From an optimization exercise on the open Yosys and OpenROAD flow, aimed at small area and a short achievable clock period; shortcuts taken in it are not production practice.

==> run M <==
==> flow/design.v <==
module bcdec (
    input  wire         clk,
    input  wire         rst,
    input  wire         in_valid,
    input  wire [511:0] data,
    input  wire [63:0]  bpar,
    input  wire [63:0]  cpar,
    output reg          out_valid,
    output wire [511:0] dout,
    output reg  [1:0]   kind,
    output reg  [2:0]   loc_word,
    output reg  [2:0]   loc_byte,
    output reg  [2:0]   loc_bit
);
    wire [63:0] bf, cm;
    genvar gi;
    generate
        for (gi = 0; gi < 64; gi = gi + 1) begin : g_par
            bcdec_par9 u_bf (.x({bpar[gi], data[8*gi +: 8]}), .y(bf[gi]));
            bcdec_par9 u_cm (.x({cpar[gi], data[448+gi], data[384+gi], data[320+gi],
                                 data[256+gi], data[192+gi], data[128+gi], data[64+gi],
                                 data[gi]}), .y(cm[gi]));
        end
    endgenerate
    wire [63:0]  bfg, cmg;
    wire [1:0]   k;
    wire [2:0]   lw, lb, lj;
    bcdec_judge u_judge (.bf(bf), .cm(cm), .bfg(bfg), .cmg(cmg), .kind(k),
                         .loc_word(lw), .loc_byte(lb), .loc_bit(lj));
    reg [511:0] data_q;
    reg [63:0]  bfg_q, cmg_q;
    always @(posedge clk) begin
        if (rst)
            out_valid <= 1'b0;
        else
            out_valid <= in_valid;
        data_q   <= data;
        bfg_q    <= bfg;
        cmg_q    <= cmg;
        kind     <= k;
        loc_word <= lw;
        loc_byte <= lb;
        loc_bit  <= lj;
    end
    generate
        for (gi = 0; gi < 512; gi = gi + 1) begin : g_fix
            bcdec_fix u_fix (.d(data_q[gi]), .a(bfg_q[8*(gi/64) + (gi%64)/8]),
                             .b(cmg_q[gi%64]), .y(dout[gi]));
        end
    endgenerate
endmodule
module bcdec_xor2 (input wire a, input wire b, output wire y);
    assign y = a ^ b;
endmodule
module bcdec_par9 (input wire [8:0] x, output wire y);
    wire [3:0] l1;
    wire [1:0] l2;
    wire       l3;
    bcdec_xor2 u0 (.a(x[0]), .b(x[1]), .y(l1[0]));
    bcdec_xor2 u1 (.a(x[2]), .b(x[3]), .y(l1[1]));
    bcdec_xor2 u2 (.a(x[4]), .b(x[5]), .y(l1[2]));
    bcdec_xor2 u3 (.a(x[6]), .b(x[7]), .y(l1[3]));
    bcdec_xor2 u4 (.a(l1[0]), .b(l1[1]), .y(l2[0]));
    bcdec_xor2 u5 (.a(l1[2]), .b(l1[3]), .y(l2[1]));
    bcdec_xor2 u6 (.a(l2[0]), .b(x[8]), .y(l3));
    bcdec_xor2 u7 (.a(l3), .b(l2[1]), .y(y));
endmodule
module bcdec_fix (input wire d, input wire a, input wire b, output wire y);
    assign y = d ^ (a & b);
endmodule
module bcdec_judge (
    input  wire [63:0] bf,
    input  wire [63:0] cm,
    output wire [63:0] bfg,
    output wire [63:0] cmg,
    output wire [1:0]  kind,
    output wire [2:0]  loc_word,
    output wire [2:0]  loc_byte,
    output wire [2:0]  loc_bit
);
    function [1:0] am64(input [63:0] x);
        reg [63:0] a, m;
        integer s, i;
        begin
            a = x;
            m = 64'd0;
            for (s = 32; s >= 1; s = s / 2)
                for (i = 0; i < s; i = i + 1) begin
                    m[i] = m[2*i] | m[2*i+1] | (a[2*i] & a[2*i+1]);
                    a[i] = a[2*i] | a[2*i+1];
                end
            am64 = {m[0], a[0]};
        end
    endfunction
    wire [1:0] amb = am64(bf);
    wire [1:0] amc = am64(cm);
    wire ab = amb[0], mb = amb[1];
    wire ac = amc[0], mc = amc[1];
    assign bfg = bf & {64{~mb}};
    assign cmg = cm & {64{~mc}};
    reg [7:0] lane_b, lane_c, word_b;
    reg [2:0] ib, ic, iw;
    integer i;
    always @* begin
        lane_b = 8'd0; lane_c = 8'd0; word_b = 8'd0; ib = 3'd0; ic = 3'd0; iw = 3'd0;
        for (i = 0; i < 64; i = i + 1) begin
            lane_b[i%8] = lane_b[i%8] | bf[i];
            word_b[i/8] = word_b[i/8] | bf[i];
            lane_c[i/8] = lane_c[i/8] | cm[i];
            ic = ic | ({3{cm[i]}} & i[2:0]);
        end
        for (i = 0; i < 8; i = i + 1) begin
            ib = ib | ({3{lane_b[i]}} & i[2:0]);
            iw = iw | ({3{word_b[i]}} & i[2:0]);
        end
    end
    wire match = |(lane_b & lane_c);
    wire sb    = ab & ~mb;
    wire clean = ~ab & ~ac;
    wire k1    = sb & ac & ~mc & match;
    wire k2    = sb & ~ac;
    assign kind     = {~clean & ~k1, ~clean & ~k2};
    assign loc_word = (k1 | k2) ? iw : 3'd0;
    assign loc_byte = (k1 | k2) ? ib : 3'd0;
    assign loc_bit  = k1 ? ic : 3'd0;
endmodule
==> flow/flow/run.sh <==
#!/bin/bash
# The standard layout, with small buffers on the ports in place of the
# default delay-cell buffers, and pins allowed on every routing track so that
# a smaller die holds all 1167 ports. Timing repair aims well past the
# clock period so that the layout reaches its fastest period.
set -euo pipefail
export BUFFER_PORTS_ARGS="-buffer_cell sky130_fd_sc_hd__buf_2"
export PLACE_PINS_ARGS="-min_distance 1 -min_distance_in_tracks"
export SETUP_SLACK_MARGIN=8
bash standard.sh > standard_make.log 2>&1
==> flow/standard.sh <==
#!/bin/bash
# synth_recipe.tcl (not shown) runs the flow's synth.tcl, then flattens the netlist and writes it again
# the make line also repeats each setting of config.mk as NAME=value (left out here)
make -C /OpenROAD-flow-scripts/flow DESIGN_CONFIG=/design/flow/config.mk WORK_HOME=/design/flow/orfs CLKGATE_MAP_FILE= SYNTH_SCRIPT=/design/flow/synth_recipe.tcl "${@:-finish}"
==> flow/config.mk <==
export PLATFORM = sky130hd
export DESIGN_NAME = bcdec
export DESIGN_NICKNAME = bcdec
export VERILOG_FILES = /design/flow/design.v
export SDC_FILE = /design/flow/constraint.sdc
export NUM_CORES = 4
export LEC_CHECK = 0
export CAP_MARGIN = 20
export CORE_AREA = 5 5 295 295
export DIE_AREA = 0 0 300 300
export SLEW_MARGIN = 20
export SYNTH_HIERARCHICAL = 1
export SYNTH_MINIMUM_KEEP_SIZE = 0
==> flow/constraint.sdc <==
create_clock -name core_clock -period 12.0 [get_ports {clk}]
set_input_delay 2.4000 -clock core_clock [delete_from_list [all_inputs] [get_ports {clk}]]
set_output_delay 2.4000 -clock core_clock [all_outputs]
set_load 0.01 [all_outputs]
==> run E (differences from run M) <==
--- a/flow/design.v
+++ b/flow/design.v
@@ -8,3 +8,3 @@
     output reg          out_valid,
-    output wire [511:0] dout,
+    output reg  [511:0] dout,
     output reg  [1:0]   kind,
@@ -24,9 +24,14 @@
     endgenerate
-    wire [63:0]  bfg, cmg;
+    wire [63:0]  cmg;
     wire [1:0]   k;
     wire [2:0]   lw, lb, lj;
-    bcdec_judge u_judge (.bf(bf), .cm(cm), .bfg(bfg), .cmg(cmg), .kind(k),
+    bcdec_judge u_judge (.bf(bf), .cm(cm), .cmg(cmg), .kind(k),
                          .loc_word(lw), .loc_byte(lb), .loc_bit(lj));
-    reg [511:0] data_q;
-    reg [63:0]  bfg_q, cmg_q;
+    wire [511:0] fixed;
+    generate
+        for (gi = 0; gi < 512; gi = gi + 1) begin : g_fix
+            bcdec_fix u_fix (.d(data[gi]), .a(bf[8*(gi/64) + (gi%64)/8]),
+                             .b(cmg[gi%64]), .y(fixed[gi]));
+        end
+    endgenerate
     always @(posedge clk) begin
@@ -36,5 +41,3 @@
             out_valid <= in_valid;
-        data_q   <= data;
-        bfg_q    <= bfg;
-        cmg_q    <= cmg;
+        dout     <= fixed;
         kind     <= k;
@@ -44,8 +47,2 @@
     end
-    generate
-        for (gi = 0; gi < 512; gi = gi + 1) begin : g_fix
-            bcdec_fix u_fix (.d(data_q[gi]), .a(bfg_q[8*(gi/64) + (gi%64)/8]),
-                             .b(cmg_q[gi%64]), .y(dout[gi]));
-        end
-    endgenerate
 endmodule
@@ -73,3 +70,2 @@
     input  wire [63:0] cm,
-    output wire [63:0] bfg,
     output wire [63:0] cmg,
@@ -98,4 +94,4 @@
     wire ac = amc[0], mc = amc[1];
-    assign bfg = bf & {64{~mb}};
-    assign cmg = cm & {64{~mc}};
+    wire g = ~(mb | mc);
+    assign cmg = cm & {64{g}};
     reg [7:0] lane_b, lane_c, word_b;
==> flow/flow/run.sh (replaced) <==
#!/bin/bash
# The standard layout, with small buffers on the ports in place of the
# default delay-cell buffers.
set -euo pipefail
export BUFFER_PORTS_ARGS="-buffer_cell sky130_fd_sc_hd__buf_2"
bash standard.sh > standard_make.log 2>&1
CORE_AREA = 5 5 275 275   (was 5 5 295 295)
DIE_AREA = 0 0 280 280   (was 0 0 300 300)
==> comparison table <==
| item | run E | run M |
|---|---|---|
| Result of the run | aborted with a tool error | finished clean |
| Last stage reached | I/O pin placement | - |
| Effective utilization at floorplan | 38.5% | 37.0% |
| Cell area after technology mapping | 28000 um^2 | 30900 um^2 |
| Simple-gate share of the synthesized area | 11.5% | 11.7% |
| Net count after synthesis | 3547 | 3737 |
| Area share of the largest cell type after synthesis | 37.5% | 42.2% |
| Post-synthesis sequential area ratio | 37.5% | 42.2% |
| Die Wd | 280 um | 300 um |
| Synthesized-area fraction occupied by adder cells | 0.0358% | 0.0324% |
| Y dimension of the die | 280 um | 300 um |
| Distinct cell type count of the synthesized netlist | 33 | 37 |
| Synthesized instance count | 2904 | 3094 |
| XOR/XNOR Fraction of Synth Area | 48.1% | 43.5% |
| Synth Area in Compound Gates | 2.51% | 2.32% |
| Total of flip-flops plus latches after synthesis | 524 | 652 |
| Synthesized area per cell | 9.63 um^2 | 9.99 um^2 |
Function was not checked in any run of this note: the RTL went through the layout flow alone.

-- re-timing with driven ports --
The flow's constraints put no driver on any port. The routed layout listed below was extracted and timed again, unchanged, in two steps. Step 1 (the two cells are an assumption about what drives the block):
set clk [get_ports {clk}]
set_driving_cell -lib_cell sky130_fd_sc_hd__clkbuf_16 $clk
set_driving_cell -lib_cell sky130_fd_sc_hd__buf_2 [delete_from_list [all_inputs] $clk]
Step 2 also shifts input and output timing later by t, the mid clock arrival at the registers, as if the neighbouring blocks saw the same clock. a / b / c = ideal ports / drivers / drivers and shift; a / b = the first two.
run: run M
t, ns: 0.663
setup slack, ns: 6.979 / 7.008 / 6.345
worst register clock-pin slew, ns: 0.06 / 0.06
worst slew at a driven data input, ns: 0.14
After both steps setup and hold are still met in run M. For run M, drivers alone change the setup slack by +0.029 ns; drivers and shift together by -0.634 ns.
